Source: an optimization exercise on an open RTL-to-GDS flow (aim: small area and a short achievable clock period). Production flows keep margins and buffers that such runs may drop.
RTL that was checked went through simulation tests only; none was proved equivalent to the original.
Only the layout flow was run in run 1; the RTL was not checked for function there.
Power is estimated from default activity; no workload was simulated.

<file path="flow/flow/run.sh">
#!/bin/bash
set -euo pipefail
export SETUP_SLACK_MARGIN=14.3
bash standard.sh > standard.log 2>&1
</file>
<file path="flow/standard.sh">
#!/bin/bash
# synth_recipe.tcl (not shown) runs the flow's synth.tcl, then flattens the netlist and writes it again
# the make line also repeats each setting of config.mk as NAME=value (left out here)
make -C /OpenROAD-flow-scripts/flow DESIGN_CONFIG=/design/flow/config.mk WORK_HOME=/design/flow/orfs CLKGATE_MAP_FILE= SYNTH_SCRIPT=/design/flow/synth_recipe.tcl "${@:-finish}"
</file>
<file path="flow/config.mk">
export PLATFORM = sky130hd
export DESIGN_NAME = filter_chain
export DESIGN_NICKNAME = filter_chain
export VERILOG_FILES = /design/flow/design.v
export SDC_FILE = /design/flow/constraint.sdc
export NUM_CORES = 4
export LEC_CHECK = 0
export CAP_MARGIN = 20
export CORE_MARGIN = 2
export CORE_UTILIZATION = 55
export SLEW_MARGIN = 20
</file>
<file path="flow/constraint.sdc">
create_clock -name core_clock -period 20.0 [get_ports {clk}]
set_input_delay 4.0000 -clock core_clock [delete_from_list [all_inputs] [get_ports {clk}]]
set_output_delay 4.0000 -clock core_clock [all_outputs]
set_load 0.01 [all_outputs]
</file>
<file path="flow/design.v">
module filter_chain (
    input  wire        clk,
    input  wire        rst,
    input  wire        cfg_lane,         
    input  wire [2:0]  cfg_cic_order,    
    input  wire [12:0] cfg_cic_decim,    
    input  wire [5:0]  cfg_cic_shift,    
    input  wire [4:0]  cfg_fir_decim,    
    input  wire [5:0]  cfg_fir_taps,     
    input  wire [5:0]  cfg_fir_shift,    
    input  wire        cfg_dcb_en,
    input  wire [4:0]  cfg_dcb_k,        
    input  wire        coef_we,
    input  wire [4:0]  coef_addr,
    input  wire [23:0] coef_data,
    input  wire        start,
    output reg         running,
    input  wire        in_valid,
    input  wire        in_bit,
    input  wire [13:0] in_sample,
    output reg         out_valid,
    output reg  [23:0] out_data,
    output reg         out_ovf,
    output reg         out_settle,
    output reg         out_frozen
);
    localparam W = 62;    
    function [2*W-1:0] csa62;
        input [W-1:0] a, b, c;
        csa62 = {((a & b) | (a & c) | (b & c)) << 1, a ^ b ^ c};
    endfunction
    function [97:0] csa49;
        input [48:0] a, b, c;
        csa49 = {((a & b) | (a & c) | (b & c)) << 1, a ^ b ^ c};
    endfunction
    reg  [5:0]  r_cshift;
    reg  [5:0]  r_fshift;
    reg         r_dcb_en;
    reg  [4:0]  r_dcb_k;
    always @(posedge clk) begin
        r_cshift <= cfg_cic_shift;
        r_fshift <= cfg_fir_shift;
        r_dcb_en <= cfg_dcb_en;
        r_dcb_k  <= cfg_dcb_k;
    end
    wire [4:0]  r_dcb_k_m4 = r_dcb_k - 5'd4;
    reg  [12:0] d_decim_m1;     
    reg  [3:0]  d_fdecim_m1;    
    reg  [5:0]  d_taps_m1;      
    reg  [5:0]  d_taps;         
    reg  [2:0]  d_ipass;        
    reg  [4:1]  d_n;            
    reg  [6:0]  d_span;         
    reg  [2:0]  d_ka [0:3];     
    reg  [1:0]  d_kb [0:3];     
    reg  [4:0]  d_xk;           
    always @(posedge clk) begin
        d_decim_m1  <= cfg_cic_decim - 13'd1;
        d_fdecim_m1 <= cfg_fir_decim[3:0] - 4'd1;
        d_taps_m1   <= cfg_fir_taps - 6'd1;
        d_taps      <= cfg_fir_taps;
        d_ipass[0]  <= cfg_cic_order < 3'd4;
        d_ipass[1]  <= cfg_cic_order < 3'd3;
        d_ipass[2]  <= cfg_cic_order < 3'd2;
        d_n[1]      <= cfg_cic_order == 3'd1;
        d_n[2]      <= cfg_cic_order == 3'd2;
        d_n[3]      <= cfg_cic_order == 3'd3;
        d_n[4]      <= cfg_cic_order == 3'd4;
        d_span      <= {4'd0, cfg_cic_order} + {1'b0, cfg_fir_taps} + (r_dcb_en ? {2'd0, cfg_fir_decim} : 7'd0);
        d_ka[0]     <= r_dcb_k_m4[4:2];
        d_kb[0]     <= r_dcb_k_m4[1:0];
        d_ka[1]     <= r_dcb_k_m4[4:2] ^ 3'b111;
        d_kb[1]     <= r_dcb_k_m4[1:0] ^ 2'b11;
        d_ka[2]     <= r_dcb_k_m4[4:2] ^ 3'b101;
        d_kb[2]     <= r_dcb_k_m4[1:0] ^ 2'b01;
        d_ka[3]     <= r_dcb_k_m4[4:2] ^ 3'b010;
        d_kb[3]     <= r_dcb_k_m4[1:0] ^ 2'b10;
        d_xk        <= 5'd24 - r_dcb_k;
    end
    reg clr;    
    always @(posedge clk) begin
        if (rst) begin
            running <= 1'b0;
            clr     <= 1'b0;
        end else begin
            clr <= start && !running;
            if (start && !running)
                running <= 1'b1;
        end
    end
    reg        v0;
    reg [13:0] x0;
    always @(posedge clk) begin
        if (rst)
            v0 <= 1'b0;
        else
            v0 <= running && in_valid;
        x0 <= cfg_lane ? in_sample : (in_bit ? 14'd1 : 14'h3fff);
    end
    reg  [W-1:0] i0, i1, i2, i3;
    reg          v1, v2, v3;
    reg  [12:0]  dcnt;
    reg          f1, f2, f3, f4, f5, f6, f7, f8;
    wire         f0 = v0 && (dcnt == d_decim_m1);
    wire [W-1:0] x0e = {{(W-14){x0[13]}}, x0};
    always @(posedge clk) begin
        if (rst) begin
            v1 <= 1'b0; v2 <= 1'b0; v3 <= 1'b0;
            f1 <= 1'b0; f2 <= 1'b0; f3 <= 1'b0; f4 <= 1'b0;
            f5 <= 1'b0; f6 <= 1'b0; f7 <= 1'b0; f8 <= 1'b0;
        end else begin
            v1 <= v0; v2 <= v1; v3 <= v2;
            f1 <= f0; f2 <= f1; f3 <= f2; f4 <= f3;
            f5 <= f4; f6 <= f5; f7 <= f6; f8 <= f7;
        end
    end
    wire [W-1:0] i0_s = i0 + x0e;
    wire [W-1:0] i1_s, i2_s, i3_s;
    fc_add #(.W(W)) u_i1 (.a(i1), .b(i0), .ci(1'b0), .s(i1_s));
    fc_add #(.W(W)) u_i2 (.a(i2), .b(i1), .ci(1'b0), .s(i2_s));
    fc_add #(.W(W)) u_i3 (.a(i3), .b(i2), .ci(1'b0), .s(i3_s));
    always @(posedge clk) begin
        if (clr) begin
            i0 <= {W{1'b0}};
            i1 <= {W{1'b0}};
            i2 <= {W{1'b0}};
            i3 <= {W{1'b0}};
            dcnt <= 13'd0;
        end else begin
            if (d_ipass[0])
                i0 <= x0e;
            else if (v0)
                i0 <= i0_s;
            if (d_ipass[1])
                i1 <= i0;
            else if (v1)
                i1 <= i1_s;
            if (d_ipass[2])
                i2 <= i1;
            else if (v2)
                i2 <= i2_s;
            if (v3)
                i3 <= i3_s;
            if (v0)
                dcnt <= f0 ? 13'd0 : dcnt + 13'd1;
        end
    end
    reg  [W-1:0] cd0, cd1, cd2, cd3;
    reg  [W-1:0] q0, q1, q2, q3;
    wire [W-1:0] q0_s, q1_s, q2_s, q3_s;
    fc_add #(.W(W)) u_q0 (.a(i3), .b(~cd0), .ci(1'b1), .s(q0_s));
    fc_add #(.W(W)) u_q1 (.a(q0), .b(~cd1), .ci(1'b1), .s(q1_s));
    fc_add #(.W(W)) u_q2 (.a(q1), .b(~cd2), .ci(1'b1), .s(q2_s));
    fc_add #(.W(W)) u_q3 (.a(q2), .b(~cd3), .ci(1'b1), .s(q3_s));
    always @(posedge clk) begin
        q0 <= q0_s;
        q1 <= q1_s;
        q2 <= q2_s;
        q3 <= q3_s;
        if (clr) begin
            cd0 <= {W{1'b0}};
            cd1 <= {W{1'b0}};
            cd2 <= {W{1'b0}};
            cd3 <= {W{1'b0}};
        end else begin
            if (f4)
                cd0 <= i3;
            if (f5 && d_n[4:2] != 3'b000)
                cd1 <= q0;
            if (f6 && d_n[4:3] != 2'b00)
                cd2 <= q1;
            if (f7 && d_n[4])
                cd3 <= q2;
        end
    end
    wire [W:0] cv2 = {q3, 1'b0};
    wire [W:0] ceq = ~(cv2 ^ {(W+1){cv2[W]}});
    reg  [W+1:0] csuf;    
    integer cs_i;
    always @(*) begin
        csuf[W+1] = 1'b1;
        for (cs_i = W; cs_i >= 0; cs_i = cs_i - 1)
            csuf[cs_i] = csuf[cs_i + 1] & ceq[cs_i];
    end
    wire [6:0] cfit_at = 7'd25 + {1'b0, r_cshift};
    wire       cfit = (cfit_at > W) ? 1'b1 : csuf[cfit_at];
    wire [W:0] cw = $signed(cv2) >>> r_cshift;
    reg        cr_fit, cr_sgn;
    reg [25:0] cr_w;
    always @(posedge clk) begin
        if (f8) begin
            cr_fit <= cfit;
            cr_sgn <= q3[W-1];
            cr_w   <= cw[25:0];
        end
    end
    wire [26:0] cr_sum = {cr_w[25], cr_w} + 27'd1;
    wire [25:0] cr_r   = cr_sum[26:1];
    wire        cr_hi  = cr_fit ? (!cr_r[25] && cr_r[24:23] != 2'b00) : !cr_sgn;
    wire        cr_lo  = cr_fit ? ( cr_r[25] && cr_r[24:23] != 2'b11) :  cr_sgn;
    wire [24:0] cic_x  = {cr_hi | cr_lo,
                          cr_hi ? 24'h7fffff : cr_lo ? 24'h800000 : cr_r[23:0]};
    reg  [24:0] ring [0:32];
    reg  [5:0]  hd, hdp;       
    reg  [24:0] pb;            
    reg         pb_v;
    reg         cw_v;          
    reg  [6:0]  seen;          
    reg  [3:0]  fcnt;
    wire        opp   = (hd == d_taps_m1);    
    wire        ins   = (pb_v || cw_v) && opp;
    wire [24:0] isrc  = pb_v ? pb : cic_x;
    wire        mfire = ins && (fcnt == d_fdecim_m1);
    wire        hd_z  = ins || clr || (hd >= d_taps);
    wire [6:0]  seen_n = (ins && seen != 7'd127) ? seen + 7'd1 : seen;
    wire        pb_ld = f8 && cw_v && !(ins && !pb_v);
    integer ri;
    always @(posedge clk) begin
        ring[0] <= ins ? isrc : ring[d_taps];
        for (ri = 1; ri < 33; ri = ri + 1)
            ring[ri] <= ring[ri-1];
        hd  <= hd_z ? 6'd0 : hdp;
        hdp <= hd_z ? 6'd1 : hdp + 6'd1;
        if (pb_ld)
            pb <= cic_x;
    end
    always @(posedge clk) begin
        if (rst) begin
            cw_v <= 1'b0;
            pb_v <= 1'b0;
        end else begin
            if (pb_ld)
                pb_v <= 1'b1;
            else if (ins && pb_v)
                pb_v <= 1'b0;
            if (f8)
                cw_v <= 1'b1;
            else if (ins && !pb_v)
                cw_v <= 1'b0;
        end
    end
    always @(posedge clk) begin
        if (clr) begin
            seen <= 7'd0;
            fcnt <= 4'd0;
        end else begin
            seen <= seen_n;
            if (ins)
                fcnt <= (fcnt == d_fdecim_m1) ? 4'd0 : fcnt + 4'd1;
        end
    end
    reg [23:0] coef [0:31];
    reg        cb_we;
    reg [4:0]  cb_a;
    reg [23:0] cb_d;
    always @(posedge clk) begin
        cb_we <= coef_we && !running;
        cb_a  <= coef_addr;
        cb_d  <= coef_data;
        if (cb_we)
            coef[cb_a] <= cb_d;
    end
    reg  [11:0] cq_n, cq_1, cq_2;    
    reg         cqv;           
    reg         mact;          
    reg         msettle;
    wire        nxt_v = hd_z || (hdp < {1'b0, seen});
    wire [23:0] nxt_c = nxt_v ? (hd_z ? coef[0] : coef[hdp[4:0]]) : 24'd0;
    wire [24:0] bc    = {nxt_c, 1'b0};
    reg  [11:0] bd_n, bd_1, bd_2;
    integer bdi;
    always @(*) begin
        for (bdi = 0; bdi < 12; bdi = bdi + 1) begin
            bd_n[bdi] = bc[2*bdi+2];
            bd_1[bdi] = bc[2*bdi+1] ^ bc[2*bdi];
            bd_2[bdi] = (bc[2*bdi+2] && !bc[2*bdi+1] && !bc[2*bdi]) ||
                        (!bc[2*bdi+2] && bc[2*bdi+1] && bc[2*bdi]);
        end
    end
    always @(posedge clk) begin
        cq_n <= bd_n;
        cq_1 <= bd_1;
        cq_2 <= bd_2;
        cqv <= nxt_v;
        if (rst)
            mact <= 1'b0;
        else if (ins)
            mact <= mfire;
        else if (opp)
            mact <= 1'b0;
        if (ins && mfire)
            msettle <= seen_n < d_span;
    end
    wire [23:0] bx  = ring[0][23:0];
    wire [25:0] bx1 = {{2{bx[23]}}, bx};
    wire [25:0] bx2 = {bx[23], bx, 1'b0};
    reg  [48:0] brow [0:12];
    reg  [25:0] bsel;
    integer bi;
    always @(*) begin
        for (bi = 0; bi < 12; bi = bi + 1) begin
            bsel = (cq_1[bi] ? bx1 : cq_2[bi] ? bx2 : 26'd0) ^ {26{cq_n[bi]}};
            if (bi == 0)
                brow[bi] = {21'd0, !bsel[25], bsel[25], bsel[25], bsel[24:0]};
            else
                brow[bi] = ({20'd0, 1'b1, !bsel[25], bsel[24:0], 1'b0, cq_n[bi-1]} << (2*bi - 2));
        end
        brow[12] = {26'd0, cq_n[11], 22'd0};
    end
    wire [97:0] ml1a = csa49(brow[0],  brow[1],  brow[2]);
    wire [97:0] ml1b = csa49(brow[3],  brow[4],  brow[5]);
    wire [97:0] ml1c = csa49(brow[6],  brow[7],  brow[8]);
    wire [97:0] ml1d = csa49(brow[9],  brow[10], brow[11]);
    wire [97:0] ml2a = csa49(ml1a[48:0], ml1a[97:49], ml1b[48:0]);
    wire [97:0] ml2b = csa49(ml1b[97:49], ml1c[48:0], ml1c[97:49]);
    wire [97:0] ml2c = csa49(ml1d[48:0], ml1d[97:49], brow[12]);
    wire [97:0] ml3a = csa49(ml2a[48:0], ml2a[97:49], ml2b[48:0]);
    wire [97:0] ml3b = csa49(ml2b[97:49], ml2c[48:0], ml2c[97:49]);
    wire [97:0] ml4  = csa49(ml3a[48:0], ml3a[97:49], ml3b[48:0]);
    wire [97:0] ml6  = csa49(ml4[48:0], ml4[97:49], ml3b[97:49]);
    reg  [48:0] ps, pc;        
    reg         pa, plast, povf, psettle;
    always @(posedge clk) begin
        ps <= ml6[48:0];
        pc <= ml6[97:49];
        if (rst)
            pa <= 1'b0;
        else
            pa <= mact;
        plast   <= opp;
        povf    <= ring[0][24] && cqv;
        psettle <= msettle;
    end
    reg  signed [47:0] acc, res;
    reg         aovf, rovf, rsettle, adone;
    wire [97:0] acc_cs  = csa49({acc[47], acc}, ps, pc);
    wire [48:0] acc_sum = acc_cs[48:0] + acc_cs[97:49];
    wire acc_hi = (acc_sum[48:47] == 2'b01);
    wire acc_lo = (acc_sum[48:47] == 2'b10);
    wire [47:0] acc_sat = acc_hi ? {1'b0, {47{1'b1}}} : acc_lo ? {1'b1, {47{1'b0}}} : acc_sum[47:0];
    wire        aovf_n  = aovf | povf | acc_hi | acc_lo;
    always @(posedge clk) begin
        if (clr) begin
            acc  <= 48'd0;
            aovf <= 1'b0;
        end else if (pa) begin
            acc  <= plast ? 48'd0 : acc_sat;
            aovf <= plast ? 1'b0 : aovf_n;
        end
        if (pa && plast) begin
            res     <= acc_sat;
            rovf    <= aovf_n;
            rsettle <= psettle;
        end
        if (rst)
            adone <= 1'b0;
        else
            adone <= pa && plast;
    end
    wire [48:0] fv2 = {res, 1'b0};
    wire [48:0] feq = ~(fv2 ^ {49{fv2[48]}});
    reg  [49:0] fsuf;
    integer fs_i;
    always @(*) begin
        fsuf[49] = 1'b1;
        for (fs_i = 48; fs_i >= 0; fs_i = fs_i - 1)
            fsuf[fs_i] = fsuf[fs_i + 1] & feq[fs_i];
    end
    wire [6:0]  ffit_at = 7'd25 + {1'b0, r_fshift};
    wire        ffit = (ffit_at > 7'd48) ? 1'b1 : fsuf[ffit_at];
    wire [48:0] fw = $signed(fv2) >>> r_fshift;
    reg         fr_v, fr_fit, fr_sgn, fr_ovf, fr_settle;
    reg  [25:0] fr_w;
    always @(posedge clk) begin
        if (rst)
            fr_v <= 1'b0;
        else
            fr_v <= adone;
        if (adone) begin
            fr_fit    <= ffit;
            fr_sgn    <= res[47];
            fr_w      <= fw[25:0];
            fr_ovf    <= rovf;
            fr_settle <= rsettle;
        end
    end
    wire [26:0] fr_sum = {fr_w[25], fr_w} + 27'd1;
    wire [25:0] fr_r   = fr_sum[26:1];
    wire        fr_hi  = fr_fit ? (!fr_r[25] && fr_r[24:23] != 2'b00) : !fr_sgn;
    wire        fr_lo  = fr_fit ? ( fr_r[25] && fr_r[24:23] != 2'b11) :  fr_sgn;
    reg         fv;
    reg  [23:0] fy;
    reg  [47:0] fyx;           
    wire [23:0] fy_n = fr_hi ? 24'h7fffff : fr_lo ? 24'h800000 : fr_r[23:0];
    reg         fy_ovf, fy_settle;
    always @(posedge clk) begin
        if (rst)
            fv <= 1'b0;
        else
            fv <= fr_v;
        if (fr_v) begin
            fy        <= fy_n;
            fyx       <= {{24{fy_n[23]}}, fy_n} << d_xk;
            fy_ovf    <= fr_ovf | fr_hi | fr_lo;
            fy_settle <= fr_settle;
        end
    end
    reg  [47:0] dm;
    wire [25:0] dd = {{2{fy[23]}}, fy} + {{2{~dm[47]}}, ~dm[47:24]} + {25'd0, ~dm[23]};
    wire        dd_hi = !dd[25] && dd[24:23] != 2'b00;
    wire        dd_lo =  dd[25] && dd[24:23] != 2'b11;
    localparam [11:0] KA_MASK = 12'b010_101_111_000;
    localparam [7:0]  KB_MASK = 8'b10_01_11_00;
    reg  [47:0] dm_t, dm_sh;
    reg  [2:0]  dsa;
    reg  [1:0]  dsb;
    integer dsi, dsc, dsx;
    always @(*) begin
        for (dsi = 0; dsi < 48; dsi = dsi + 1) begin
            dsc = dsi / 12;
            dsa = d_ka[dsc] ^ KA_MASK[3*dsc +: 3];
            dsx = dsi + 4 + 4 * dsa;
            dm_t[dsi] = (dsx < 48) ? dm[dsx] : dm[47];
        end
        for (dsi = 0; dsi < 48; dsi = dsi + 1) begin
            dsc = dsi / 12;
            dsb = d_kb[dsc] ^ KB_MASK[2*dsc +: 2];
            dsx = dsi + dsb;
            dm_sh[dsi] = (dsx < 48) ? dm_t[dsx] : dm[47];
        end
    end
    wire [47:0] dx_sh = fyx;
    reg  [20:0] dlow;    
    integer dl_i;
    always @(*) begin
        dlow[0] = 1'b1;
        for (dl_i = 1; dl_i < 21; dl_i = dl_i + 1)
            dlow[dl_i] = dlow[dl_i - 1] & !dm[dl_i - 1];
    end
    wire        dz = dlow[r_dcb_k];
    wire [47:0] dm_s = dm ^ ~dm_sh ^ dx_sh;
    wire [47:0] dm_c = {(dm & ~dm_sh) | (dm & dx_sh) | (~dm_sh & dx_sh), dz};
    wire [47:0] dm_nxt = dm_s + dm_c;
    always @(posedge clk) begin
        if (clr)
            dm <= 48'd0;
        else if (fv && !fy_ovf)
            dm <= dm_nxt;
        if (rst)
            out_valid <= 1'b0;
        else
            out_valid <= fv;
        if (fv) begin
            out_settle <= fy_settle;
            if (r_dcb_en) begin
                out_data   <= dd_hi ? 24'h7fffff : dd_lo ? 24'h800000 : dd[23:0];
                out_ovf    <= fy_ovf | dd_hi | dd_lo;
                out_frozen <= fy_ovf;
            end else begin
                out_data   <= fy;
                out_ovf    <= fy_ovf;
                out_frozen <= 1'b0;
            end
        end
    end
endmodule
module fc_add #(parameter W = 62) (
    input  wire [W-1:0] a,
    input  wire [W-1:0] b,
    input  wire         ci,
    output wire [W-1:0] s
);
    localparam TOP = (W > 32) ? 32 : (W > 16) ? 16 : (W > 8) ? 8 : (W > 4) ? 4 : 2;
    reg [W-1:0] g, p, gg, pp;
    integer l, i;
    always @(*) begin
        g = a & b;
        p = a ^ b;
        g[0] = g[0] | (p[0] & ci);
        gg = g;
        pp = p;
        for (l = 1; l < W; l = l * 2)
            for (i = 2*l - 1; i < W; i = i + 2*l) begin
                gg[i] = gg[i] | (pp[i] & gg[i-l]);
                pp[i] = pp[i] & pp[i-l];
            end
        for (l = TOP / 2; l >= 1; l = l / 2)
            for (i = 3*l - 1; i < W; i = i + 2*l) begin
                gg[i] = gg[i] | (pp[i] & gg[i-l]);
                pp[i] = pp[i] & pp[i-l];
            end
    end
    assign s = p ^ {gg[W-2:0], ci};
endmodule
</file>
==> results of run 1 <==
-- timing repair --
item,4_1_cts,5_1_grt
resized for setup,48,20
buffers inserted,3,8
setup endpoints to repair,65,19
pin swaps,1,0
-- routing by layer --
metal  track usage, %  vias up  wire length [um]
li1                 -    50050                 -
met1            39.05    52380            178000
met2            47.52     3300            192300
met3            4.195      670             25040
met4            9.467        4             13330
met5                0        -                27
-- worst max path at each step --
| stage | from | endpoint | slack, ps | cells after the start |
|---|---|---|---|---|
| floorplan | cfg_fir_decim[1] | d_span[5] | 14350 | 9 |
| finish | running | running | 14390 | 1 |
| CTS | running | running | 14300 | 1 |
| detailed placement | d_ka[2][1] | dm[35] | 13100 | 23 |
| global route | d_ka[1][2] | dm[42] | 14280 | 23 |
| global placement | cfg_fir_taps[0] | d_span[5] | 13040 | 11 |
-- registers in the layout, indices dropped and copies added, names as in the netlist, 43 cells and up --
register and count:
coef 768, res 48, acc 48, i2 62
i3 62, cd1 62, cd3 62, q2 62
pc 43, dm 48, i0 62, q1 62
ring 825, i1 62, q3 62, cd2 62
fyx 48, cd0 62, ps 49, q0 62
-- stage by stage --
step / instances / hold slack [ps] / utilization [%] / power, W
global route: 18050 / 291.2 / 60.99 / 0.02927
detailed placement: 17450 / 335.9 / 56.91 / 0.02088
finish: 18060 / 288.6 / 60.99 / 0.02707
floorplan: 14170 / 323.3 / - / 0.01659
global placement: 17450 / 333.0 / 56.89 / 0.02057
CTS: 18040 / 278.8 / 60.94 / 0.02713
-- cells in the mapped netlist, types with 54 or more instances --
cell and n:
nand2b_1 94, xnor2_1 500, o21ai_1 54, a21o_1 307, a22oi_1 285, and3_1 55
a21oi_1 1064, inv_1 1063, dfxtp_1 1949, o21ai_0 567, ha_1 732, mux4_2 379
a22o_1 131, o21a_1 93, nor2b_1 119, a31oi_1 72, and2_1 66, a211oi_1 176
buf_1 89, nand3_1 163, clkbuf_1 623, xor2_1 288, a221oi_1 131, nor2_1 1024
fa_1 550, nand4_1 108, o22ai_1 60, edfxtp_1 1028, nor3_1 140, mux2i_1 360
nand2_1 1262
-- placed cells by master (no fill, tap or decap), types with 288 or more instances in the layout --
master	instances
dfxtp_1	1905
nand2_1	1261
a21oi_1	1062
inv_1	1060
edfxtp_1	1028
nor2_1	958
ha_1	732
o21ai_0	552
fa_1	549
xnor2_1	500
mux4_2	379
mux2i_1	360
clkbuf_16	328
a21o_1	307
xor2_1	288
-- kinds of logic after synthesis --
| logic type | synth area share (%) |
|---|---|
| compound gates | 13.71 |
| xor+xnor | 4.551 |
| fa+ha+maj | 13.46 |
| buf+inv | 4.601 |
| flops | 45.97 |
| mux | 8.326 |
| simple gates | 9.380 |
-- area by class of cell --
| type | count | share of cell area, % |
|---|---|---|
| multi-input cells | 9356 | 44.88 |
| flip-flops and latches | 2977 | 41.61 |
| clock buffers | 434 | 5.446 |
| well taps | 3705 | 2.756 |
| inverters | 1074 | 2.406 |
| repair buffers | 351 | 1.776 |
| clock inverters | 150 | 1.115 |
| diodes | 9 | 0.01339 |
-- power groups by stage --
| stage | Clock (W) | Sequential (W) | Combinational, W |
|---|---|---|---|
| floorplan | 0 | 0.00768 | 0.00892 |
| global placement | 0 | 0.00797 | 0.0126 |
| detailed placement | 0 | 0.00799 | 0.0129 |
| CTS | 0.00626 | 0.00787 | 0.0130 |
| global route | 0.00649 | 0.00795 | 0.0148 |
| finish | 0.00615 | 0.00787 | 0.0131 |
==> summary.txt, run 1 <==
Status
  – Status: finished clean

Finish
  – Multi-input gate area: 0.07549 mm2
  – Sequential Area: 0.06998 mm2
  – Layout area overhead: 10.64%
  – Layout cell share with drive strength beyond 1: 9.664%
  – Final #Nets: about 15000
  – # fillers: between 20000 and 25000
  – Cell area after layout: 0.1682 mm2

Timing
  – Tightest Pin Transition: 1251 ps
  – Fin crit period: around 5600 ps
  – Final worst slack: between 10000 and 15000 ps
  – RSZ-0062 raised after global routing: true
  – Final slew viol count: 0
  – Setup-failing EPs final: 0
  – Worst slew margin: between 10% and 20%
  – Count of final hold-check violations: 0
  – Setup TNS: 0 ps
  – Fmax: about 180 MHz
  – Tcrit/Tclk final: between 20 and 30%
  – Clock skew: roughly 86 ps

Worst setup path
  – CP required: roughly 16000 ps
  – Max Fanout on Critical Path: 5
  – R2R cell count: 23
  – Max stage delay on crit path: 390 ps
  – CP Cell Sequence: dlygate4sd2_1
  – Worst R2R Start: d_ka[1][2]
  – Crit end category: primary output
  – CP startpoint kind: flop
  – Slowest cell on crit path: dfxtp_1
  – Critical path buffers and inverters: 1
  – Cell family with most CP delay: flip-flops
  – Setup Crit Path Kind: flop to primary output
  – Worst r2r dst: dm[42]
  – Crit path DAT: 1610 ps
  – Reg2reg setup slack: 14440 ps

Clock network
  – CTS max path bufs: 4
  – Clock latency (worst-skew pair): around 940 ps
  – Hold_buf cts: 0
  – Total CTS buffers: ~320
  – Root Buffer: clkbuf_16
  – Sink Count: between 2000 and 3000
  – CTS H-Tree Depth: 5
  – Clock slew at reported path FFs: about 60 ps
  – CTS tree: yes

Hold path
  – Hold Crit Endpoint: ring[23][5]
  – Hold Crit Depth: 0
  – Worst hold path class: flop to flop
  – Hold Crit Start: ring[22][5]

Job
  – Number of max-cap violations: 0

Placement
  – Placement Setup Slack: between 10000 and 15000 ps
  – Placed instance area: 0.1569 mm2
  – Routability cong.: 0.9091
  – HPWL Detailed: 281800 um
  – Buffers on Ports: 123

Global routing
  – GRT overflow: 0
  – Overall Global Routing Usage: 28.80%
  – Vias in the first global route: roughly 110k
  – First-pass GRT wire length: approximately 630000 um
  – Largest net degree at the start of global routing: around 140
  – Initial antenna violation count: 14

Floorplanning
  – Die width: 529.7 um
  – Initial Util: 55.13%
  – Std cell rows: just under 200
  – Overall die area: about 0.28 mm2
  – Die height: about 530 um
  – Number of I/O pins: around 120
  – Core ar.: ~0.28 mm2

Pwr
  – Net Switching: approximately 0.011 W
  – Net Sw Frac: between 30 and 40%
  – Share of power burned in registers: between 20 and 30%
  – Peak VDD IR: between 0.2 and 0.3 mV
  – Pwr dens: between 150 and 200 mW/mm2
  – Clock power share: between 20% and 30%
  – P_leak: 66.26 nW
  – Cell-internal power: approximately 0.016 W
  – Comb pwr share: 48.2%

Detailed routing
  – DR vias: about 110k
  – Vias per std cell: just under 6
  – DR pass1 iterations: 6
  – DRT iter0 DRCs: approximately 8800
  – Antenna Violating Nets Remaining: 0
  – Drt drc: 0
  – Drt wl/cell: about 23 um
  – Routed WL: 408700 um

Yosys
  – Syn_nets: ~16000
  – Sequential area share after synthesis: 45.97%
  – Top_reg_cell synth: dfxtp_1
  – Top cells by area, synth: dfxtp_1 26%, edfxtp_1 20%, fa_1 7.2%
  – Area leader, netlist: dfxtp_1
  – Mapped Cells: 14170
  – Yosys warnings: 12
  – #FFs+latches synth: roughly 3000
  – Asr flop ratio synth: 0%
  – Synth Area per Inst: between 10 and 15 um2
  – Post-synth EDFFs: between 1000 and 1500
  – Yosys cell types: between 100 and 150
  – Synth top area share: around a quarter
  – Synth Cell Area: 0.1520 mm2
==> inputs of run 2 (changes only) <==
--- a/flow/design.v
+++ b/flow/design.v
@@ -35,3 +35,7 @@
     endfunction
+    reg  [2:0]  r_order;
+    reg  [12:0] r_decim;
     reg  [5:0]  r_cshift;
+    reg  [4:0]  r_fdecim;
+    reg  [5:0]  r_taps;
     reg  [5:0]  r_fshift;
@@ -40,3 +44,7 @@
     always @(posedge clk) begin
+        r_order  <= cfg_cic_order;
+        r_decim  <= cfg_cic_decim;
         r_cshift <= cfg_cic_shift;
+        r_fdecim <= cfg_fir_decim;
+        r_taps   <= cfg_fir_taps;
         r_fshift <= cfg_fir_shift;
@@ -45,3 +53,2 @@
     end
-    wire [4:0]  r_dcb_k_m4 = r_dcb_k - 5'd4;
     reg  [12:0] d_decim_m1;     
@@ -53,26 +60,20 @@
     reg  [6:0]  d_span;         
-    reg  [2:0]  d_ka [0:3];     
-    reg  [1:0]  d_kb [0:3];     
+    reg  [4:0]  d_mk;           
+    reg  [4:0]  d_mkn;          
     reg  [4:0]  d_xk;           
     always @(posedge clk) begin
-        d_decim_m1  <= cfg_cic_decim - 13'd1;
-        d_fdecim_m1 <= cfg_fir_decim[3:0] - 4'd1;
-        d_taps_m1   <= cfg_fir_taps - 6'd1;
-        d_taps      <= cfg_fir_taps;
-        d_ipass[0]  <= cfg_cic_order < 3'd4;
-        d_ipass[1]  <= cfg_cic_order < 3'd3;
-        d_ipass[2]  <= cfg_cic_order < 3'd2;
-        d_n[1]      <= cfg_cic_order == 3'd1;
-        d_n[2]      <= cfg_cic_order == 3'd2;
-        d_n[3]      <= cfg_cic_order == 3'd3;
-        d_n[4]      <= cfg_cic_order == 3'd4;
-        d_span      <= {4'd0, cfg_cic_order} + {1'b0, cfg_fir_taps} + (r_dcb_en ? {2'd0, cfg_fir_decim} : 7'd0);
-        d_ka[0]     <= r_dcb_k_m4[4:2];
-        d_kb[0]     <= r_dcb_k_m4[1:0];
-        d_ka[1]     <= r_dcb_k_m4[4:2] ^ 3'b111;
-        d_kb[1]     <= r_dcb_k_m4[1:0] ^ 2'b11;
-        d_ka[2]     <= r_dcb_k_m4[4:2] ^ 3'b101;
-        d_kb[2]     <= r_dcb_k_m4[1:0] ^ 2'b01;
-        d_ka[3]     <= r_dcb_k_m4[4:2] ^ 3'b010;
-        d_kb[3]     <= r_dcb_k_m4[1:0] ^ 2'b10;
+        d_decim_m1  <= r_decim - 13'd1;
+        d_fdecim_m1 <= r_fdecim[3:0] - 4'd1;
+        d_taps_m1   <= r_taps - 6'd1;
+        d_taps      <= r_taps;
+        d_ipass[0]  <= r_order < 3'd4;
+        d_ipass[1]  <= r_order < 3'd3;
+        d_ipass[2]  <= r_order < 3'd2;
+        d_n[1]      <= r_order == 3'd1;
+        d_n[2]      <= r_order == 3'd2;
+        d_n[3]      <= r_order == 3'd3;
+        d_n[4]      <= r_order == 3'd4;
+        d_span      <= {4'd0, r_order} + {1'b0, r_taps} + (r_dcb_en ? {2'd0, r_fdecim} : 7'd0);
+        d_mk        <= r_dcb_k - 5'd4;
+        d_mkn       <= ~(cfg_dcb_k - 5'd4);
         d_xk        <= 5'd24 - r_dcb_k;
@@ -411,21 +412,10 @@
     wire        dd_lo =  dd[25] && dd[24:23] != 2'b11;
-    localparam [11:0] KA_MASK = 12'b010_101_111_000;
-    localparam [7:0]  KB_MASK = 8'b10_01_11_00;
-    reg  [47:0] dm_t, dm_sh;
-    reg  [2:0]  dsa;
-    reg  [1:0]  dsb;
-    integer dsi, dsc, dsx;
+    reg  [47:0] dm_sh;
+    integer dsj, dsi;
     always @(*) begin
-        for (dsi = 0; dsi < 48; dsi = dsi + 1) begin
-            dsc = dsi / 12;
-            dsa = d_ka[dsc] ^ KA_MASK[3*dsc +: 3];
-            dsx = dsi + 4 + 4 * dsa;
-            dm_t[dsi] = (dsx < 48) ? dm[dsx] : dm[47];
-        end
-        for (dsi = 0; dsi < 48; dsi = dsi + 1) begin
-            dsc = dsi / 12;
-            dsb = d_kb[dsc] ^ KB_MASK[2*dsc +: 2];
-            dsx = dsi + dsb;
-            dm_sh[dsi] = (dsx < 48) ? dm_t[dsx] : dm[47];
-        end
+        dm_sh = {{4{dm[47]}}, dm[47:4]};
+        for (dsj = 0; dsj < 5; dsj = dsj + 1)
+            for (dsi = 0; dsi < 48; dsi = dsi + 1)
+                if (dsi < 24 ? d_mk[dsj] : !d_mkn[dsj])
+                    dm_sh[dsi] = (dsi + (1 << dsj) < 48) ? dm_sh[dsi + (1 << dsj)] : dm[47];
     end
==> flow/run.sh (new file) <==
#!/bin/bash
# synth_recipe.tcl (not shown) runs the flow's synth.tcl, then flattens the netlist and writes it again
# the make line also repeats each setting of config.mk as NAME=value (left out here)
make -C /OpenROAD-flow-scripts/flow DESIGN_CONFIG=/design/flow/config.mk WORK_HOME=/design/flow/orfs CLKGATE_MAP_FILE= SYNTH_SCRIPT=/design/flow/synth_recipe.tcl finish
--- a/flow/config.mk
+++ b/flow/config.mk
@@ -7,5 +7,5 @@
 export LEC_CHECK = 0
-export CAP_MARGIN = 20
+export CAP_MARGIN = 40
 export CORE_MARGIN = 2
 export CORE_UTILIZATION = 55
-export SLEW_MARGIN = 20
+export SLEW_MARGIN = 50
removed: flow/flow/run.sh
removed: flow/standard.sh
==> summary.txt, run 2 <==
Yosys
  – Most common cell in the netlist: dfxtp_1
  – Post-synthesis compound-gate area fraction: 13.60% (-0.11 points)
  – Post-synthesis simple-gate area fraction: 9.297% (-0.083 points)
  – Mapped Cells: 14230 (+0.44%)
  – Top post-synthesis cells by count: 1975 x dfxtp_1, 1382 x nand2_1, 1196 x inv_1
  – Main combinational cell family by area after synthesis: compound AO/OA/AOI/OAI gates
  – Syn_nets: 15610 (+0.39%)
  – Synth Area in Adders: 13.50% (+0.047 points)
  – Yosys warnings: 4 (-8)
  – Yosys cell types: 101 (-3.8%)
  – #FFs+latches synth: 3003 (+0.87%)
  – Sequential area share after synthesis: 46.51% (+0.54 points)
  – Top cells by area, synth: dfxtp_1 26%, edfxtp_1 20%, fa_1 7.3%
  – Post-synthesis mux area share: 7.653% (-0.67 points)
  – Top_reg_cell synth: dfxtp_1
  – Synth Cell Area: 0.1514 mm2 (-0.43%)
  – Synth top area share: 26.12% (+0.45 points)
  – Area leader, netlist: dfxtp_1
  – Asr flop ratio synth: 0% (unchanged)
  – XOR/XNOR Fraction of Synth Area: 4.584% (+0.034 points)
  – Post-synth EDFFs: 1028 (unchanged)
  – Synth Area per Inst: 10.63 um2 (-0.87%)

Placement
  – Placement Setup Slack: 13110 ps (+7.400 ps)
  – Placed instance area: 0.1566 mm2 (-0.18%)
  – Routability cong.: 0.9181 (+0.99%)
  – HPWL Detailed: 285600 um (+1.3%)
  – # placed instances: 17430 (-0.13%)
  – Buffers on Ports: 123 (unchanged)

Finish
  – Cell Count, Final, Fillers Out: 18040 (-0.12%)
  – Most common cell after layout, fill and taps aside: dfxtp_1
  – Layout cell share with drive strength beyond 1: 9.362% (-0.30 points)
  – Top reg by flops: ring
  – Top flop regs: ring x825, coef x768
  – Most frequent cells in the layout: 1918 x dfxtp_1, 1379 x nand2_1, 1189 x inv_1
  – # fillers: 22280 (-1.0%)
  – Final #Nets: 15540 (+0.56%)
  – Layout area overhead: 10.84%
  – Max reg flops: 825 (unchanged)
  – Cell area after layout: 0.1678 mm2 (-0.25%)

Detailed routing
  – Antenna Violating Nets Remaining: 0 (unchanged)
  – Routed WL: 412200 um (+0.86%)
  – DR pass1 iterations: 7 (+1)
  – Drt wl/cell: 22.86 um (+0.98%)
  – Drt drc: 0 (unchanged)
  – DR vias: 106900 (+0.45%)
  – Vias per std cell: 5.926 (+0.57%)
  – DRT iter0 DRCs: 8710 (-1.1%)

Clock network
  – PostCTS Resize Cnt: 0 (-100%)
  – Total CTS buffers: 319 (+0.95%)
  – Post-CTS Setup Bufs: 0 (-3)
  – CTS max path bufs: 4 (unchanged)
  – Clock latency (worst-skew pair): 940 ps (about the same)
  – CTS H-Tree Depth: 5 (unchanged)
  – Sink Count: 3003 (+0.87%)
  – Clock slew at reported path FFs: 60 ps (about the same)
  – CTS tree: yes
  – Hold_buf cts: 0 (unchanged)
  – Root Buffer: clkbuf_16

Global routing
  – GRT busiest layer: met2
  – Grt met3 use: 3.467% (-0.73 points)
  – GR Util met2: 48.76% (+1.2 points)
  – Initial antenna violation count: 21 (+7)
  – Met1 Usage GRT: 37.92% (-1.1 points)
  – Largest net degree at the start of global routing: 98 (-28%)
  – GRT overflow: 0 (unchanged)
  – First-pass GRT wire length: 632700 um (+0.33%)
  – Vias in the first global route: 106700 (+0.72%)
  – Overall Global Routing Usage: 29.12% (+0.31 points)

Timing
  – Worst slew margin: 49.08% (+33 points)
  – Setup-failing EPs final: 0 (unchanged)
  – Setup TNS: 0 ps (unchanged)
  – Tightest Pin Transition: 760.4 ps (-491.0 ps)
  – Final slew viol count: 0 (unchanged)
  – Fin crit period: 6931 ps (+1320 ps)
  – Tcrit/Tclk final: 34.66% (+6.6 points)
  – Count of final hold-check violations: 0 (unchanged)
  – Clock skew: 68.67 ps (-17.64 ps)
  – Fmax: 144.3 MHz (-19%)
  – Final worst slack: 13070 ps (-1320 ps)
  – RSZ-0062 raised after global routing: false

Pwr
  – P_leak: 65.92 nW (-0.51%)
  – Pwr dens: 154.5 mW/mm2 (-4.0%)
  – Total power: 0.02593 W (-4.2%)
  – Peak VDD IR: 0.4404 mV (+50%)

Worst setup path
  – Critical Path End: dm[38]
  – Max Fanout on Critical Path: 37 (+32)
  – Reg2reg setup slack: 13070 ps (-1370 ps)
  – Slowest cell on crit path: dfxtp_2
  – CP Cell Sequence: buf_4, inv_2, mux4_2, nor2_1, a21oi_1, mux2i_1, fa_1, inv_1, ha_1, inv_1, fa_1, nand2b_1, a21oi_1, o21bai_1, a311oi_1, o211ai_1, a21oi_1, nor2_1, o21a_1, o21ai_0, mux2_2, a31o_2
  – Crit path DAT: 7730 ps (+6120 ps)
  – Worst r2r dst: dm[38]
  – CP required: 20800 ps (+4800 ps)
  – Max stage delay on crit path: 690 ps (+300 ps)
  – CP startpoint kind: flop
  – Worst R2R Start: d_xk[0]
  – Cell mode on critical path: a21oi_1
  – Cell family with most CP delay: compound AO/OA/AOI/OAI gates
  – R2R cell count: 22 (-4.3%)
  – Setup Crit Path Kind: flop to flop
  – Critical path buffers and inverters: 4 (+3)
  – Crit end category: flop
  – Critical Path Start: d_xk[0]
  – Crit. path cell count: 22 (+21)

Status
  – Status: finished clean

Floorplanning
  – Initial Util: 55.32% (+0.20 points)
  – Overall die area: 0.2794 mm2 (-0.42%)
  – Number of I/O pins: 124 (unchanged)
  – Core ar.: 0.2736 mm2 (-0.78%)
  – Std cell rows: 192 (-0.52%)
  – Die height: 528.6 um (-0.21%)
  – Die width: 528.6 um (-0.21%)

Hold path
  – Worst hold path class: flop to flop

Job
  – Number of max-cap violations: 0 (unchanged)
run 2: cell types whose count changed after synthesis, sizes merged, moves of 33 or more:
cell    previous run  this run
a21oi           1066      1105
a21o             307       218
nor3             141       108
mux4             379       340
nand2b            95        55
nand2           1262      1382
inv             1067      1200
run 2: cells by family after synthesis:
group | after synthesis
adders and majority gates | 1310
DFF | 3003
xor gates and xnor gates | 788
AOI/OAI and AO/OA | 3235
and+or+nand+nor | 3228
buffers and inverters | 1942
muxes | 728
run 2: power by group:
group	switching, W	total [W]	leakage, nW	internal (W)
sequential	0.000584	0.00780	25.6	0.00722
combinational	0.00698	0.0120	35.0	0.00501
clock	0.00253	0.00614	5.35	0.00361
run 2: worst min-delay path by stage:
stage / slack [ps] / cells past startpoint / to / startpoint
global route: 280 / 0 / ring[16][18] / ring[15][18]
floorplan: 320 / 0 / psettle / msettle
CTS: 280 / 0 / ring[16][18] / ring[15][18]
global placement: 330 / 0 / ring[13][24] / ring[12][24]
finish: 290 / 0 / ring[16][18] / ring[15][18]
detailed placement: 330 / 0 / psettle / msettle
run 2: per-layer routing:
metal  up-vias  share of wire (%)
li1      50030                  -
met1     52660                 42
met2      3361                 48
met3       829                5.7
met4         4                4.9
met5         -             0.0056
run 2: stage by stage:
stage | util (%) | hold WS, ps
global route | 61.31 | 278.9
CTS | 61.26 | 278.6
global placement | 57.10 | 332.6
finish | 61.32 | 292.7
floorplan | - | 323.3
detailed placement | 57.25 | 331.1
run 2: layout make-up:
| type | count | area [um2] | area share [%] |
|---|---|---|---|
| tap | 3589 | 4491 | 2.676 |
| timing repair buffer | 348 | 3216 | 1.917 |
| antenna | 16 | 40.04 | 0.02386 |
| multi-input combinational | 9289 | 74020 | 44.12 |
| clock buffer | 424 | 8899 | 5.304 |
| inverter | 1205 | 4524 | 2.697 |
| clock inverter | 161 | 2079 | 1.239 |
| sequential | 3003 | 70510 | 42.03 |
==> inputs of run 3 (changes only) <==
--- a/flow/design.v
+++ b/flow/design.v
@@ -53,2 +53,4 @@
     end
+    wire [4:0]  r_dcb_k_m4 = r_dcb_k - 5'd4;
+    wire [4:0]  r_dcb_x    = 5'd20 - r_dcb_k;
     reg  [12:0] d_decim_m1;     
@@ -57,8 +59,10 @@
     reg  [5:0]  d_taps;         
-    reg  [2:0]  d_ipass;        
+    reg  [3:0]  d_ipass;        
+    reg         d_d1;           
     reg  [4:1]  d_n;            
     reg  [6:0]  d_span;         
-    reg  [4:0]  d_mk;           
-    reg  [4:0]  d_mkn;          
-    reg  [4:0]  d_xk;           
+    reg  [4:0]  d_ka0, d_ka1n;  
+    reg  [3:0]  d_kb0, d_kb1n;  
+    reg  [4:0]  d_xa;           
+    reg  [3:0]  d_xb;           
     always @(posedge clk) begin
@@ -68,5 +72,7 @@
         d_taps      <= r_taps;
-        d_ipass[0]  <= r_order < 3'd4;
-        d_ipass[1]  <= r_order < 3'd3;
-        d_ipass[2]  <= r_order < 3'd2;
+        d_ipass[0]  <= r_order < 3'd4 || r_decim == 13'd1;
+        d_ipass[1]  <= r_order < 3'd3 || r_decim == 13'd1;
+        d_ipass[2]  <= r_order < 3'd2 || r_decim == 13'd1;
+        d_ipass[3]  <= r_decim == 13'd1;
+        d_d1        <= r_decim == 13'd1;
         d_n[1]      <= r_order == 3'd1;
@@ -76,7 +82,11 @@
         d_span      <= {4'd0, r_order} + {1'b0, r_taps} + (r_dcb_en ? {2'd0, r_fdecim} : 7'd0);
-        d_mk        <= r_dcb_k - 5'd4;
-        d_mkn       <= ~(cfg_dcb_k - 5'd4);
-        d_xk        <= 5'd24 - r_dcb_k;
+        d_ka0       <= 5'd1 << r_dcb_k_m4[4:2];
+        d_ka1n      <= ~(5'd1 << r_dcb_k_m4[4:2]);
+        d_kb0       <= 4'd1 << r_dcb_k_m4[1:0];
+        d_kb1n      <= ~(4'd1 << r_dcb_k_m4[1:0]);
+        d_xa        <= 5'd1 << r_dcb_x[4:2];
+        d_xb        <= 4'd1 << r_dcb_x[1:0];
     end
     reg clr;    
+    reg idle;   
     always @(posedge clk) begin
@@ -84,7 +94,10 @@
             running <= 1'b0;
+            idle    <= 1'b1;
             clr     <= 1'b0;
         end else begin
-            clr <= start && !running;
-            if (start && !running)
+            clr <= start && idle;
+            if (start && idle) begin
                 running <= 1'b1;
+                idle    <= 1'b0;
+            end
         end
@@ -97,3 +110,3 @@
         else
-            v0 <= running && in_valid;
+            v0 <= !idle && in_valid;
         x0 <= cfg_lane ? in_sample : (in_bit ? 14'd1 : 14'h3fff);
@@ -142,3 +155,5 @@
                 i2 <= i2_s;
-            if (v3)
+            if (d_ipass[3])
+                i3 <= i2;
+            else if (v3)
                 i3 <= i3_s;
@@ -149,13 +164,15 @@
     reg  [W-1:0] cd0, cd1, cd2, cd3;
-    reg  [W-1:0] q0, q1, q2, q3;
-    wire [W-1:0] q0_s, q1_s, q2_s, q3_s;
-    fc_add #(.W(W)) u_q0 (.a(i3), .b(~cd0), .ci(1'b1), .s(q0_s));
-    fc_add #(.W(W)) u_q1 (.a(q0), .b(~cd1), .ci(1'b1), .s(q1_s));
-    fc_add #(.W(W)) u_q2 (.a(q1), .b(~cd2), .ci(1'b1), .s(q2_s));
-    fc_add #(.W(W)) u_q3 (.a(q2), .b(~cd3), .ci(1'b1), .s(q3_s));
-    always @(posedge clk) begin
-        q0 <= q0_s;
-        q1 <= q1_s;
-        q2 <= q2_s;
-        q3 <= q3_s;
+    reg  [W-1:0] qa, qb;
+    reg          sa_a, sa_bn, sb_a, sb_bn;    
+    wire [W-1:0] ua_a = sa_a  ? qa  : i3;
+    wire [W-1:0] ua_b = sa_bn ? cd0 : cd1;
+    wire [W-1:0] ub_a = sb_a  ? qb  : qa;
+    wire [W-1:0] ub_b = sb_bn ? cd2 : cd3;
+    always @(posedge clk) begin
+        sa_a  <= f4 && !d_d1;
+        sa_bn <= !(f4 && !d_d1);
+        sb_a  <= f6 && !d_d1;
+        sb_bn <= !(f6 && !d_d1);
+        qa <= ua_a - ua_b;
+        qb <= ub_a - ub_b;
         if (clr) begin
@@ -165,3 +182,3 @@
             cd3 <= {W{1'b0}};
-        end else begin
+        end else if (!d_d1) begin
             if (f4)
@@ -169,10 +186,11 @@
             if (f5 && d_n[4:2] != 3'b000)
-                cd1 <= q0;
+                cd1 <= qa;
             if (f6 && d_n[4:3] != 2'b00)
-                cd2 <= q1;
+                cd2 <= qa;
             if (f7 && d_n[4])
-                cd3 <= q2;
+                cd3 <= qb;
         end
     end
-    wire [W:0] cv2 = {q3, 1'b0};
+    wire         cf = d_d1 ? f6 : f8;
+    wire [W:0] cv2 = {qb, 1'b0};
     wire [W:0] ceq = ~(cv2 ^ {(W+1){cv2[W]}});
@@ -191,5 +209,5 @@
     always @(posedge clk) begin
-        if (f8) begin
+        if (cf) begin
             cr_fit <= cfit;
-            cr_sgn <= q3[W-1];
+            cr_sgn <= qb[W-1];
             cr_w   <= cw[25:0];
@@ -216,3 +234,3 @@
     wire [6:0]  seen_n = (ins && seen != 7'd127) ? seen + 7'd1 : seen;
-    wire        pb_ld = f8 && cw_v && !(ins && !pb_v);
+    wire        pb_ld = cf && cw_v && !(ins && !pb_v);
     integer ri;
@@ -236,3 +254,3 @@
                 pb_v <= 1'b0;
-            if (f8)
+            if (cf)
                 cw_v <= 1'b1;
@@ -257,3 +275,3 @@
     always @(posedge clk) begin
-        cb_we <= coef_we && !running;
+        cb_we <= coef_we && idle;
         cb_a  <= coef_addr;
@@ -393,3 +411,2 @@
     reg  [23:0] fy;
-    reg  [47:0] fyx;           
     wire [23:0] fy_n = fr_hi ? 24'h7fffff : fr_lo ? 24'h800000 : fr_r[23:0];
@@ -403,3 +420,2 @@
             fy        <= fy_n;
-            fyx       <= {{24{fy_n[23]}}, fy_n} << d_xk;
             fy_ovf    <= fr_ovf | fr_hi | fr_lo;
@@ -412,12 +428,35 @@
     wire        dd_lo =  dd[25] && dd[24:23] != 2'b11;
-    reg  [47:0] dm_sh;
-    integer dsj, dsi;
+    reg  [47:0] dm_t, dm_sh;
+    reg  [4:0]  dsa;
+    reg  [3:0]  dsb;
+    integer dsi, dsj;
+    always @(*) begin
+        for (dsi = 0; dsi < 48; dsi = dsi + 1) begin
+            dsa = (dsi < 24) ? d_ka0 : ~d_ka1n;
+            dm_t[dsi] = 1'b0;
+            for (dsj = 0; dsj < 5; dsj = dsj + 1)
+                dm_t[dsi] = dm_t[dsi] | (dsa[dsj] & ((dsi + 4 + 4*dsj < 48) ? dm[dsi + 4 + 4*dsj] : dm[47]));
+        end
+        for (dsi = 0; dsi < 48; dsi = dsi + 1) begin
+            dsb = (dsi < 24) ? d_kb0 : ~d_kb1n;
+            dm_sh[dsi] = 1'b0;
+            for (dsj = 0; dsj < 4; dsj = dsj + 1)
+                dm_sh[dsi] = dm_sh[dsi] | (dsb[dsj] & ((dsi + dsj < 48) ? dm_t[dsi + dsj] : dm[47]));
+        end
+    end
+    wire [47:0] dx_e = {{24{fy[23]}}, fy};
+    reg  [47:0] dx_t, dx_sh;
+    integer dxi, dxj;
     always @(*) begin
-        dm_sh = {{4{dm[47]}}, dm[47:4]};
-        for (dsj = 0; dsj < 5; dsj = dsj + 1)
-            for (dsi = 0; dsi < 48; dsi = dsi + 1)
-                if (dsi < 24 ? d_mk[dsj] : !d_mkn[dsj])
-                    dm_sh[dsi] = (dsi + (1 << dsj) < 48) ? dm_sh[dsi + (1 << dsj)] : dm[47];
+        for (dxi = 0; dxi < 48; dxi = dxi + 1) begin
+            dx_t[dxi] = 1'b0;
+            for (dxj = 0; dxj < 5; dxj = dxj + 1)
+                dx_t[dxi] = dx_t[dxi] | (d_xa[dxj] & ((dxi - 4 - 4*dxj >= 0) ? dx_e[dxi - 4 - 4*dxj] : 1'b0));
+        end
+        for (dxi = 0; dxi < 48; dxi = dxi + 1) begin
+            dx_sh[dxi] = 1'b0;
+            for (dxj = 0; dxj < 4; dxj = dxj + 1)
+                dx_sh[dxi] = dx_sh[dxi] | (d_xb[dxj] & ((dxi - dxj >= 0) ? dx_t[dxi - dxj] : 1'b0));
+        end
     end
-    wire [47:0] dx_sh = fyx;
     reg  [20:0] dlow;    
==> flow/flow/run.sh (new file) <==
#!/bin/bash
# Layout: the standard flow (standard.sh) with two changes to how the
# layout is made; the clock, its period and the constraints are the design's.
# - timing repair aims at a setup slack margin larger than the clock period
#   leaves, so the repair sizes up and buffers the longest paths;
# - the port buffers are buf_4 cells.
# Each tool's output goes to a log file in this folder.
set -euo pipefail
export SETUP_SLACK_MARGIN=14.9
export BUFFER_PORTS_ARGS="-buffer_cell sky130_fd_sc_hd__buf_4"
bash standard.sh > standard.log 2>&1
==> flow/standard.sh (new file) <==
#!/bin/bash
# synth_recipe.tcl (not shown) runs the flow's synth.tcl, then flattens the netlist and writes it again
# the make line also repeats each setting of config.mk as NAME=value (left out here)
make -C /OpenROAD-flow-scripts/flow DESIGN_CONFIG=/design/flow/config.mk WORK_HOME=/design/flow/orfs CLKGATE_MAP_FILE= SYNTH_SCRIPT=/design/flow/synth_recipe.tcl "${@:-finish}"
--- a/flow/config.mk
+++ b/flow/config.mk
@@ -7,5 +7,5 @@
 export LEC_CHECK = 0
-export CAP_MARGIN = 40
+export CAP_MARGIN = 20
 export CORE_MARGIN = 2
 export CORE_UTILIZATION = 55
-export SLEW_MARGIN = 50
+export SLEW_MARGIN = 20
removed: flow/run.sh
==> summary.txt, run 3 <==
Status
  – Status: finished clean

Floorplanning
  – Core ar.: 0.2620 mm2 (-4.2%)
  – Initial Util: 55.19% (-0.13 points)
  – Die width: 516.8 um (-2.2%)
  – Number of I/O pins: 124 (unchanged)
  – Std cell rows: 188 (-2.1%)
  – Die height: 516.8 um (-2.2%)
  – Overall die area: 0.2671 mm2 (-4.4%)

Placement
  – Placement Setup Slack: 14470 ps (+1369 ps)
  – Routability cong.: 0.9074 (-1.2%)
  – HPWL Detailed: 265000 um (-7.2%)
  – # placed instances: 16640 (-4.5%)
  – Buffers on Ports: 123 (unchanged)

Global routing
  – First-pass GRT wire length: 609400 um (-3.7%)
  – Overall Global Routing Usage: 29.14% (about the same)
  – GRT overflow: 0 (unchanged)
  – Largest net degree at the start of global routing: 150 (+53%)
  – Vias in the first global route: 103200 (-3.3%)
  – Initial antenna violation count: 12 (-43%)

Worst setup path
  – Max stage delay on crit path: 410 ps (-280 ps)
  – Crit end category: primary output
  – Critical Path Start: out_data[22]
  – CP Cell Sequence: buf_6
  – Crit path DAT: 1450 ps (-6280 ps)
  – Slowest cell on crit path: edfxtp_1
  – CP startpoint kind: flop
  – Cell family with most CP delay: flip-flops
  – CP required: 16000 ps (-4800 ps)
  – Setup Crit Path Kind: flop to primary output
  – Max Fanout on Critical Path: 1 (-97%)
  – Worst R2R Start: dm[35]
  – Critical path buffers and inverters: 1 (-3)

Timing
  – RSZ-0062 raised after global routing: true
  – Clock skew: 89.13 ps (+20.47 ps)
  – Setup-failing EPs final: 0 (unchanged)
  – Tightest Pin Transition: 1211 ps (+450.2 ps)
  – Fin crit period: 5452 ps (-1479 ps)
  – Worst slew margin: 19.29% (-30 points)
  – Setup TNS: 0 ps (unchanged)
  – Tcrit/Tclk final: 27.26% (-7.4 points)
  – Final worst slack: 14550 ps (+1479 ps)
  – Final slew viol count: 0 (unchanged)
  – Count of final hold-check violations: 0 (unchanged)
  – Fmax: 183.4 MHz (+27%)

Clock network
  – CTS max path bufs: 4 (unchanged)
  – Hold_buf cts: 0 (unchanged)
  – CTS tree: yes
  – Root Buffer: clkbuf_16
  – Clock slew at reported path FFs: 60 ps (about the same)
  – Clock latency (worst-skew pair): 940 ps (about the same)
  – Total CTS buffers: 303 (-5.0%)
  – Sink Count: 2851 (-5.1%)
  – CTS H-Tree Depth: 5 (unchanged)

Detailed routing
  – Routed WL: 396000 um (-3.9%)
  – DR vias: 104900 (-1.9%)
  – DRT iter0 DRCs: 9577 (+10%)
  – Vias per std cell: 6.082 (+2.6%)
  – Antenna Violating Nets Remaining: 0 (unchanged)
  – DR pass1 iterations: 9 (+2)
  – Drt wl/cell: 22.97 um (+0.50%)
  – Drt drc: 0 (unchanged)

Hold path
  – Hold Crit Start: ring[11][13]
  – Worst hold path class: flop to flop

Yosys
  – Sequential area share after synthesis: 46.25% (-0.27 points)
  – Top cells by area, synth: dfxtp_1 26%, edfxtp_1 20%, fa_1 5.9%
  – Synth Area per Inst: 10.62 um2 (about the same)
  – Area leader, netlist: dfxtp_1
  – Top post-synthesis cells by count: 1871 x dfxtp_1, 1431 x nand2_1, 1043 x a21oi_1
  – Yosys warnings: 4 (unchanged)
  – Asr flop ratio synth: 0% (unchanged)
  – Post-synth EDFFs: 980 (-4.7%)
  – Synth Cell Area: 0.1446 mm2 (-4.5%)
  – Yosys cell types: 101 (unchanged)
  – Most common cell in the netlist: dfxtp_1
  – Synth top area share: 25.90% (-0.22 points)
  – Top_reg_cell synth: dfxtp_1
  – Syn_nets: 14750 (-5.5%)
  – Mapped Cells: 13610 (-4.4%)
  – #FFs+latches synth: 2851 (-5.1%)

Finish
  – Layout cell share with drive strength beyond 1: 11.64% (+2.3 points)
  – Most common cell after layout, fill and taps aside: dfxtp_1
  – Max reg flops: 825 (unchanged)
  – Top reg by flops: ring
  – Most frequent cells in the layout: 1800 x dfxtp_1, 1426 x nand2_1, 1040 x a21oi_1
  – Final #Nets: 14610 (-6.0%)
  – Top flop regs: ring x825, coef x768
  – Cell Count, Final, Fillers Out: 17240 (-4.4%)
  – Layout area overhead: 10.45%

Job
  – Number of max-cap violations: 0 (unchanged)

Pwr
  – Share of power burned in registers: 30.1% (about the same)
  – P_leak: 63.50 nW (-3.7%)
  – Clock power share: 22.0% (-1.7 points)
  – Net Sw Frac: 39.42% (+0.50 points)
  – Comb pwr share: 47.9% (+1.7 points)
  – Net Switching: 0.01006 W (-0.30%)
  – Peak VDD IR: 0.2973 mV (-32%)
  – Cell-internal power: 0.01546 W (-2.4%)
  – Pwr dens: 159.8 mW/mm2 (+3.4%)
## run 3: cell type report
type | count | area (um2)
Antenna cell | 6 | 15.01
Clock buffer | 444 | 8855
Clock inverter | 107 | 1080
Fill cell | 21630 | 102300
Inverter | 638 | 2400
Multi-Input combinational cell | 9323 | 72960
Sequential cell | 2851 | 67020
Tap cell | 3515 | 4398
Timing Repair Buffer | 356 | 3009
## run 3: cells by family after synthesis
family / Yosys count / synth area share (%)
DFF: 2851 / 46.25
muxes: 827 / 8.652
adders and majority gates: 1064 / 11.38
AOI/OAI and AO/OA: 3472 / 15.65
and+or+nand+nor: 3188 / 9.628
xor gates and xnor gates: 768 / 4.651
buffers and inverters: 1442 / 3.783
## run 3: final timing paths
check	endpoint	slack [ps]	cells after the start
setup reg to reg	dm[47]	14880	19
setup / recovery	out_data[22]	14550	1
hold / removal	ring[12][13]	330	0
hold reg to reg	ring[12][13]	330	0
## run 3: stage by stage
| stage | cell area, um2 | power (W) | hold WS [ps] | util [%] |
|---|---|---|---|---|
| final | 159700 | 0.02553 | 325.2 | 60.96 |
| after global routing | 159700 | 0.02800 | 326.4 | 60.96 |
| after CTS | 158900 | 0.02586 | 323.9 | 60.65 |
| after detailed placement | 148800 | 0.02019 | 331.9 | 56.79 |
| after global placement | 148700 | 0.01999 | 332.2 | 56.74 |
| after floorplan | 144600 | 0.01639 | 323.3 | - |
## run 3: timing repair
item / CTS / global route
cloned: 1 / 3
setup buffers: 1 / 31
resized for setup: 49 / 97
endpoints found under the setup margin: 88 / 145
pin swaps: 2 / 30
## run 3: power groups by stage
stage	sequential (W)	combinational (W)	clock, W
2_1_floorplan	0.00738	0.00902	0
3_3_place_gp	0.00779	0.0122	0
3_5_place_dp	0.00781	0.0124	0
4_1_cts	0.00769	0.0125	0.00571
5_1_grt	0.00777	0.0143	0.00594
6_report	0.00769	0.0122	0.00562
## run 3: layer usage
layer / share of wire [%] / vias to the layer above / global-route usage [%]
met5: 0.012 / - / 0
met4: 3.1 / 6 / 8.850
met3: 6.6 / 713 / 4.092
met2: 46 / 3544 / 46.66
met1: 44 / 51650 / 41.09
li1: - / 48950 / -
==> inputs of run 4 (changes only) <==
--- a/flow/design.v
+++ b/flow/design.v
@@ -481,3 +481,3 @@
             out_valid <= fv;
-        if (fv) begin
+        begin
             out_settle <= fy_settle;
==> summary.txt, run 4 <==
Detailed routing
  – Drt drc: 0 (unchanged)
  – Vias per std cell: 6.104 (+0.36%)
  – Drt wl/cell: 23.07 um (+0.45%)
  – Antenna Violating Nets Remaining: 0 (unchanged)
  – DR vias: 105600 (+0.74%)
  – Routed WL: 399300 um (+0.83%)
  – DR pass1 iterations: 10 (+1)
  – DRT iter0 DRCs: 9135 (-4.6%)

Finish
  – Most frequent cells in the layout: 1814 x dfxtp_1, 1410 x nand2_1, 1074 x a21oi_1
  – Top reg by flops: ring
  – Top flop regs: ring x825, coef x768
  – Final #Nets: 14660 (+0.31%)
  – # fillers: 21440 (-0.86%)
  – Layout area overhead: 10.55% (about the same)
  – Layout cell share with drive strength beyond 1: 11.56% (-0.085 points)
  – Most common cell after layout, fill and taps aside: dfxtp_1
  – Max reg flops: 825 (unchanged)

Yosys
  – Most common cell in the netlist: dfxtp_1
  – Mapped Cells: 13690 (+0.57%)
  – Top_reg_cell synth: dfxtp_1
  – Synth Area per Inst: 10.59 um2 (-0.34%)
  – Top post-synthesis cells by count: 1898 x dfxtp_1, 1412 x nand2_1, 1075 x a21oi_1
  – Yosys cell types: 101 (unchanged)
  – #FFs+latches synth: 2851 (unchanged)
  – Top cells by area, synth: dfxtp_1 26%, edfxtp_1 20%, fa_1 5.9%
  – Area leader, netlist: dfxtp_1
  – Syn_nets: 14830 (+0.52%)
  – Post-synth EDFFs: 953 (-2.8%)
  – Yosys warnings: 4 (unchanged)
  – Asr flop ratio synth: 0% (unchanged)
  – Synth top area share: 26.22% (+0.32 points)
  – Sequential area share after synthesis: 45.96% (-0.29 points)
  – Synth Cell Area: 0.1449 mm2 (+0.22%)

Worst setup path
  – Max Fanout on Critical Path: 1 (unchanged)
  – Critical Path Start: out_settle
  – CP startpoint kind: flop
  – Cell family with most CP delay: flip-flops
  – Setup Crit Path Kind: flop to primary output
  – CP required: 16000 ps (about the same)
  – Crit end category: primary output
  – Slowest cell on crit path: dfxtp_4
  – Critical path buffers and inverters: 1 (unchanged)
  – Worst R2R Start: fy[4]
  – Crit path DAT: 1380 ps (-70 ps)
  – Max stage delay on crit path: 400 ps (about the same)
  – CP Cell Sequence: buf_6

Floorplanning
  – Std cell rows: 188 (unchanged)
  – Overall die area: 0.2677 mm2 (+0.22%)
  – Core ar.: 0.2623 mm2 (about the same)
  – Initial Util: 55.26% (+0.073 points)
  – Die height: 517.4 um (+0.11%)
  – Number of I/O pins: 124 (unchanged)
  – Die width: 517.4 um (+0.11%)

Timing
  – RSZ-0062 raised after global routing: true
  – Tcrit/Tclk final: 26.92% (-0.34 points)
  – Clock skew: 77.34 ps (-11.79 ps)
  – Fmax: 185.7 MHz (+1.3%)
  – Hold Slack: 312.5 ps (-12.68 ps)
  – Worst slew margin: 19.62% (+0.33 points)
  – Fin crit period: 5385 ps (-67.40 ps)
  – Setup-failing EPs final: 0 (unchanged)
  – Tightest Pin Transition: 1206 ps (-4.892 ps)
  – Final worst slack: 14620 ps (+67.40 ps)
  – Final slew viol count: 0 (unchanged)
  – Setup TNS: 0 ps (unchanged)
  – Count of final hold-check violations: 0 (unchanged)

Pwr
  – Peak VDD IR: 0.4430 mV (+49%)
  – P_leak: 63.89 nW (+0.61%)
  – Total power: 0.02654 W (+4.0%)
  – Pwr dens: 165.7 mW/mm2 (+3.7%)

Clock network
  – Clock slew at reported path FFs: 60 ps (about the same)
  – Clock latency (worst-skew pair): 930 ps (about the same)
  – Hold_buf cts: 0 (unchanged)
  – CTS tree: yes
  – Total CTS buffers: 308 (+1.7%)
  – Root Buffer: clkbuf_16
  – Sink Count: 2851 (unchanged)
  – CTS H-Tree Depth: 5 (unchanged)
  – CTS max path bufs: 4 (unchanged)

Placement
  – Routability cong.: 0.9090 (+0.18%)
  – HPWL Detailed: 269700 um (+1.8%)
  – Buffers on Ports: 123 (unchanged)
  – Placement Setup Slack: 14360 ps (-115.5 ps)

Global routing
  – GRT overflow: 0 (unchanged)
  – Overall Global Routing Usage: 29.43% (+0.29 points)
  – Vias in the first global route: 104600 (+1.3%)
  – First-pass GRT wire length: 617300 um (+1.3%)
  – Largest net degree at the start of global routing: 182 (+21%)
  – Initial antenna violation count: 9 (-3)

Job
  – Number of max-cap violations: 0 (unchanged)

Status
  – Status: finished clean

Hold path
  – Hold Crit Start: ring[15][6]
  – Worst hold path class: flop to flop
-- run 4: cell count changes after synthesis, moves of 32 or more --
| cell | change |
|---|---|
| a22o_1 | +45 |
| a221oi_1 | +53 |
| a21oi_1 | +32 |
| o21ai_0 | -88 |
| a22oi_1 | -84 |
| a21o_1 | +37 |
-- run 4: worst paths after layout --
| path | endpoint | depth (start not counted) | slack [ps] |
|---|---|---|---|
| setup / recovery | out_settle | 1 | 14620 |
| hold / removal | ring[16][6] | 0 | 310 |
| hold reg to reg | ring[16][6] | 0 | 310 |
| setup reg to reg | dm[47] | 16 | 15000 |
-- run 4: per-stage QoR --
step	utilization, %	cells	cell area [um2]
5_1_grt	61.09	17300	160200
4_1_cts	60.86	17260	159600
2_1_floorplan	-	13690	144900
3_5_place_dp	56.82	16700	149000
6_report	61.09	17310	160200
3_3_place_gp	56.79	16690	148900
-- run 4: cell families (layout without fill, tap and decap cells) --
family,Yosys count,after routing,share of synthesized area [%]
and+or+nand+nor,3199,3199,9.642
AOI/OAI and AO/OA,3514,3514,15.95
xor gates and xnor gates,772,772,4.675
DFF,2851,2851,45.96
adders and majority gates,1073,1073,11.41
muxes,812,812,8.530
buffers and inverters,1468,1547,3.833
other,0,23,0
-- run 4: per-layer routing --
layer / wire length (um) / GRT usage [%] / part of all wire (%)
met3: 24130 / 3.564 / 6.0
met2: 184200 / 47.00 / 46
met4: 13910 / 10.34 / 3.5
met1: 177100 / 41.41 / 44
met5: 13 / 0 / 0.0033
-- run 4: cell type report --
class,instances,area (um2),area share (%)
Antenna cell,23,57.56,0.03592
Sequential cell,2851,66770,41.67
Clock buffer,417,8742,5.456
Tap cell,3515,4398,2.745
Clock inverter,143,1627,1.015
Inverter,635,2387,1.490
Timing Repair Buffer,352,2923,1.824
Multi-Input combinational cell,9370,73330,45.76
-- run 4: timing repair --
| item | CTS | global route |
|---|---|---|
| endpoints found under the setup margin | 69 | 140 |
| resized for setup | 83 | 60 |
| buffers inserted | 1 | 18 |
| pin swaps | 2 | 9 |
-- run 4: report_power, final --
part	switching, W	internal, W	total [W]
Clock	0.00240	0.00341	0.00581
Sequential	0.000743	0.00696	0.00770
Combinational	0.00740	0.00563	0.0130
Total	0.0105	0.0160	0.0265

## separate check: timing with driven ports
Ports are ideal in the flow. The routed layouts listed here were re-timed in OpenROAD. Step 1 sets driving cells, clkbuf_16 on the clock port and buf_2 on the other inputs (assumed; they add their load-dependent delay and slew). Step 2 moves the port delays by t, midway between the first and last clock arrival at a register: inputs arrive t later, outputs are due t later. That takes back most of the time a late clock gives input paths. a / b / c = ideal / step 1 / step 2; a / b = the first two.
run	shift t [ns]	slack for setup (ns)	cell pins on the clock port's net
run 1	0.992	14.389 / 14.289 / 13.614	1
run 2	1.006	13.069 / 13.069 / 13.069	1
run 3	0.983	14.548 / 14.457 / 14.875	1
run 4	0.987	14.615 / 14.521 / 15.004	1
After both steps every run listed still meets setup and hold. For run 1, which loses most, drivers alone change the setup slack by -0.100 ns; drivers and shift together by -0.775 ns.
